Background: an optimization exercise with open tools, aiming at small area, a short achievable clock period and few clock cycles per item. Do not read the settings as production practice.
RTL that was checked went through simulation tests only; none was proved equivalent to the original.

the reference run:
==> module cipher_aes_core, before the edit <==
module cipher_aes_core (
    input  wire         clk,
    input  wire         rst,         
    input  wire         in_valid,
    output wire         in_ready,
    input  wire         in_key256,   
    input  wire [255:0] in_key,
    input  wire [127:0] in_block,
    output reg          out_valid,
    output reg  [127:0] out_block
);
    localparam integer MW = 12;    
    function [7:0] xtime(input [7:0] b);
        xtime = {b[6:0], 1'b0} ^ (b[7] ? 8'h1b : 8'h00);
    endfunction
    reg          s_valid;
    reg          s_k256;
    reg  [3:0]   s_round;    
    reg  [7:0]   s_rcon;
    reg  [127:0] s_state;
    reg  [127:0] s_ka;
    reg  [127:0] s_kb;
    reg          a_valid;
    reg          a_k256;
    reg  [3:0]   a_round;
    reg  [7:0]   a_rcon;
    reg  [16*MW-1:0] a_state;    
    reg  [4*MW-1:0]  a_kx;       
    reg  [127:0] a_ka;
    reg  [127:0] a_kb;
    reg          b_valid;
    reg          b_k256;
    reg          b_k128;     
    reg  [3:0]   b_round;
    reg  [7:0]   b_rcon;
    reg  [127:0] b_sub;      
    reg  [31:0]  b_kx;       
    reg  [127:0] b_kp;       
    reg  [127:0] b_kb;
    wire [16*MW-1:0] s_mid;
    wire [4*MW-1:0]  s_kmid;
    genvar gi;
    generate
        for (gi = 0; gi < 16; gi = gi + 1) begin : g_top
            aes_sbox_top u_top (.a(s_state[8*gi +: 8]), .m(s_mid[MW*gi +: MW]));
        end
        for (gi = 0; gi < 4; gi = gi + 1) begin : g_ktop
            aes_sbox_top u_top (.a(s_kb[8*gi +: 8]), .m(s_kmid[MW*gi +: MW]));
        end
    endgenerate
    wire [127:0] a_sub;
    wire [31:0]  a_ksub;
    generate
        for (gi = 0; gi < 16; gi = gi + 1) begin : g_bot
            aes_sbox_bot u_bot (.m(a_state[MW*gi +: MW]), .y(a_sub[8*gi +: 8]));
        end
        for (gi = 0; gi < 4; gi = gi + 1) begin : g_kbot
            aes_sbox_bot u_bot (.m(a_kx[MW*gi +: MW]), .y(a_ksub[8*gi +: 8]));
        end
    endgenerate
    wire [127:0] a_kbase = a_ka;
    wire         a_krot  = !a_k256 || !a_round[0];
    wire [31:0]  a_krc   = a_krot ? {a_rcon, 24'h000000} : 32'h00000000;
    wire [31:0]  a_kp01  = a_kbase[127:96] ^ a_kbase[95:64];
    wire [31:0]  a_kp23  = a_kbase[63:32] ^ a_kbase[31:0];
    wire [127:0] a_kpre  = {a_kbase[127:96] ^ a_krc,
                            a_kp01 ^ a_krc,
                            a_kp01 ^ a_kbase[63:32] ^ a_krc,
                            a_kp01 ^ a_kp23 ^ a_krc};
    wire b_final = b_k256 ? (b_round == 4'd13) : (b_round == 4'd9);
    wire kx_rot = !b_k256 || !b_round[0];
    wire [31:0] kx_t = kx_rot ? {b_kx[23:0], b_kx[31:24]} : b_kx;
    wire [127:0] kx_next = b_kp ^ {4{kx_t}};
    wire [127:0] rkey = b_k128 ? kx_next : b_kb;
    wire [127:0] shifted;
    generate
        for (gi = 0; gi < 16; gi = gi + 1) begin : g_shift
            localparam integer R = gi % 4;
            localparam integer C = gi / 4;
            localparam integer SRC = 4 * ((C + R) % 4) + R;
            assign shifted[127-8*gi -: 8] = b_sub[127-8*SRC -: 8];
        end
    endgenerate
    wire [127:0] round_out;
    wire [127:0] final_out = shifted ^ rkey;
    generate
        for (gi = 0; gi < 4; gi = gi + 1) begin : g_mix
            wire [31:0] col = shifted[127-32*gi -: 32];
            wire [7:0] a0 = col[31:24];
            wire [7:0] a1 = col[23:16];
            wire [7:0] a2 = col[15:8];
            wire [7:0] a3 = col[7:0];
            wire [7:0] t = a0 ^ a1 ^ a2 ^ a3;
            wire [31:0] d = {t ^ xtime(a0 ^ a1), t ^ xtime(a1 ^ a2),
                             t ^ xtime(a2 ^ a3), t ^ xtime(a3 ^ a0)};
            assign round_out[127-32*gi -: 32] = final_out[127-32*gi -: 32] ^ d;
        end
    endgenerate
    reg  ready;
    assign in_ready = ready;
    reg  load;
    wire a_final = a_k256 ? (a_round == 4'd13) : (a_round == 4'd9);
    wire slot_free_next = !a_valid || a_final;
    wire s_no_pass = !s_valid || !s_k256 || (s_round >= 4'd4);
    wire new_no_pass = ready ? (!in_valid || !in_key256)
                             : (!b_valid || b_final || !b_k256 || (b_round >= 4'd3));
    always @(posedge clk) begin
        if (rst) begin
            ready     <= 1'b1;
            load      <= 1'b1;
            s_valid   <= 1'b0;
            a_valid   <= 1'b0;
            b_valid   <= 1'b0;
            out_valid <= 1'b0;
        end else begin
            ready     <= slot_free_next && s_no_pass && new_no_pass;
            load      <= slot_free_next;
            s_valid   <= ready ? in_valid : (b_valid && !b_final);
            a_valid   <= s_valid;
            b_valid   <= a_valid;
            out_valid <= b_valid && b_final;
        end
    end
    always @(posedge clk) begin
        a_k256  <= s_k256;
        a_round <= s_round;
        a_rcon  <= s_rcon;
        a_state <= s_mid;
        a_kx    <= s_kmid;
        a_ka    <= s_ka;
        a_kb    <= s_kb;
        b_k256  <= a_k256;
        b_k128  <= !a_k256;
        b_round <= a_round;
        b_rcon  <= a_rcon;
        b_sub   <= a_sub;
        b_kx    <= a_ksub;
        b_kp    <= a_kpre;
        b_kb    <= a_kb;
        out_block <= final_out;
        if (load) begin
            s_k256  <= in_key256;
            s_round <= 4'd0;
            s_rcon  <= 8'h01;
            s_state <= in_block ^ in_key[255:128];
            s_ka    <= in_key[255:128];
            s_kb    <= in_key256 ? in_key[127:0] : in_key[255:128];
        end else begin
            s_k256  <= b_k256;
            s_round <= b_round + 4'd1;
            s_rcon  <= kx_rot ? xtime(b_rcon) : b_rcon;
            s_state <= round_out;
            s_ka    <= b_k128 ? kx_next : b_kb;
            s_kb    <= kx_next;
        end
    end
endmodule
clock: 8.0 ns
lec_check: 0
cap_margin: 10
core_margin: 2
core_utilization: 40
place_density: 0.6
slew_margin: 10
standard.sh (not shown) runs the stock make flow with config.mk's settings and CLKGATE_MAP_FILE= SYNTH_SCRIPT=/design/flow/synth_recipe.tcl, a recipe that flattens the netlist after the stock synthesis.
==> flow/flow/run.sh <==
#!/bin/bash
# Layout flow: the standard flow (standard.sh), except that
#  - synthesis maps the logic with the ABC script flow/abc_map.script; the
#    registers are untouched, and the flow checks that the netlist has the
#    same flip-flops (names and cell types) as the standard synthesis, and
#    uses the standard netlist if not;
#  - the make variables in flow/params.sh are added (port buffer cell,
#    repair margins).
# Each tool's output goes to a log file in the work folder.
set -uo pipefail
W=$(pwd)
RES=$W/orfs/results/$FLOW_PLATFORM/cipher_aes_core/base
source flow/params.sh

# 1. the standard synthesis, for reference
bash standard.sh synth > std_synth.log 2>&1 || exit 1
cp $RES/1_2_yosys.v $W/std_1_2_yosys.v

# 2. our synthesis, in a work area of its own
sed -e "s#@ABC_SCRIPT@#$W/flow/abc_map.script#" flow/synth.tcl > $W/my_synth.tcl
make -C $FLOW_HOME DESIGN_CONFIG=$W/config.mk WORK_HOME=$W/mysyn CLKGATE_MAP_FILE= \
     SYNTH_SCRIPT=$W/my_synth.tcl synth > my_synth.log 2>&1
MYV=$W/mysyn/results/$FLOW_PLATFORM/cipher_aes_core/base/1_2_yosys.v

# 3. same registers?
regs() { grep -oE '^ *sky130_fd_sc_hd__(df|edf|sdf|sedf|dlx|dlr)[a-z0-9_]* +[^ ]+' "$1" | sed -E 's/_[0-9]+ +/ /; s/^ *//' | sort; }
if [[ -s $MYV ]] && cmp -s <(regs $W/std_1_2_yosys.v) <(regs $MYV); then
  echo "own synthesis: registers match, using it" > synth_choice.log
  cp $MYV $RES/1_2_yosys.v
  touch $RES/1_2_yosys.v
else
  echo "own synthesis: registers differ or missing, using the standard netlist" > synth_choice.log
fi
regs $W/std_1_2_yosys.v | wc -l >> synth_choice.log
regs $MYV | wc -l >> synth_choice.log

# 4. the rest of the standard flow
bash standard.sh "${MAKE_ARGS[@]}" finish > std_flow.log 2>&1
==> flow/flow/abc_map.script <==
strash
dc2
&get -n
&dch -f
&nf -R 1000
&put
buffer -c
topo
stime -c
upsize -c
dnsize -c
==> flow/flow/params.sh <==
MAKE_ARGS=(SETUP_SLACK_MARGIN=5.1 "BUFFER_PORTS_ARGS=-buffer_cell sky130_fd_sc_hd__buf_1" "CTS_ARGS=-sink_clustering_enable -repair_clock_nets -dont_use_dummy_load -sink_clustering_size 30 -sink_clustering_max_diameter 60 -root_buf sky130_fd_sc_hd__clkbuf_16 -buf_list {sky130_fd_sc_hd__clkbuf_16}")
==> flow/flow/synth.tcl <==
proc synth {args} { yosys synth -nofsm -noshare {*}$args }
proc abc {args} {
  set i [lsearch $args -script]
  set args [lreplace $args $i [expr {$i + 1}] -script @ABC_SCRIPT@]
  yosys abc {*}$args
}
source $::env(SCRIPTS_DIR)/synth.tcl
# left out here: clear keep_hierarchy, flatten, clean up, hide names made inside functions, write 1_2_yosys.v
Testbench counts of the reference run, summed over its fixed seeds: cycles 26,467, items 2,048.
[inputs] the trial run vs the reference run
diff --git a/flow/design.v b/flow/design.v
--- a/flow/design.v
+++ b/flow/design.v
@@ -213,10 +213,11 @@
     reg  [127:0] a_ka;
     reg  [127:0] a_kb;
     reg          b_valid;
     reg          b_k256;
     reg          b_k128;     
+    reg          b_rot;      
     reg  [3:0]   b_round;
     reg  [7:0]   b_rcon;
     reg  [127:0] b_sub;      
     reg  [31:0]  b_kx;       
     reg  [127:0] b_kp;       
@@ -250,11 +251,11 @@
     wire [127:0] a_kpre  = {a_kbase[127:96] ^ a_krc,
                             a_kp01 ^ a_krc,
                             a_kp01 ^ a_kbase[63:32] ^ a_krc,
                             a_kp01 ^ a_kp23 ^ a_krc};
     wire b_final = b_k256 ? (b_round == 4'd13) : (b_round == 4'd9);
-    wire kx_rot = !b_k256 || !b_round[0];
+    wire kx_rot = b_rot;
     wire [31:0] kx_t = kx_rot ? {b_kx[23:0], b_kx[31:24]} : b_kx;
     wire [127:0] kx_next = b_kp ^ {4{kx_t}};
     wire [127:0] rkey = b_k128 ? kx_next : b_kb;
     wire [127:0] shifted;
     generate
@@ -313,10 +314,11 @@
         a_kx    <= s_kmid;
         a_ka    <= s_ka;
         a_kb    <= s_kb;
         b_k256  <= a_k256;
         b_k128  <= !a_k256;
+        b_rot   <= a_krot;
         b_round <= a_round;
         b_rcon  <= a_rcon;
         b_sub   <= a_sub;
         b_kx    <= a_ksub;
         b_kp    <= a_kpre;
Findings:
Delta (the trial run minus the reference run): number of cells on the worst hold path neither gained nor lost much, first-iteration DRC count now sits higher, final critical-path setup slack fell 55 ps, share of cells above drive strength 1 fell by 0.68 points, sequential share of cell area up 0.16 points. Looking at launch point of the worst path, the out_block[97] result is from the reference run; the out_block[41] one comes from the trial run. On the trial run: wire length is 3700 um higher than what the reference run gave. The post-CTS resize count in the trial run sits 8.2% below the value recorded for the reference run.
Only the layout flow was run in the trial run; the RTL was not checked for function there.

==> separate check: timing with driven ports <==
Ports are ideal in the flow. The routed layouts listed here were re-timed in OpenROAD. Step 1, drivers: a clkbuf_16 drives clk and a buf_2 each remaining input, both assumed. Step 2 times the ports against the registers' clock, not the clock port: input delays grow and output delays shrink by t, the midpoint of the rising clock arrivals with the driver on. Three values: ideal ports, drivers, drivers and shift; two values: the first two.
run	t, ns	slack for setup (ns)	clock arrival spread, ns
the reference run	0.793	5.112 / 5.027 / 4.555	0.125 / 0.125
the trial run	0.818	5.057 / 4.975 / 4.302	0.121 / 0.121
After both steps setup and hold are still met in every run listed. The setup slack of the trial run, which loses most, moves by -0.082 ns with the drivers and by -0.755 ns with both steps.
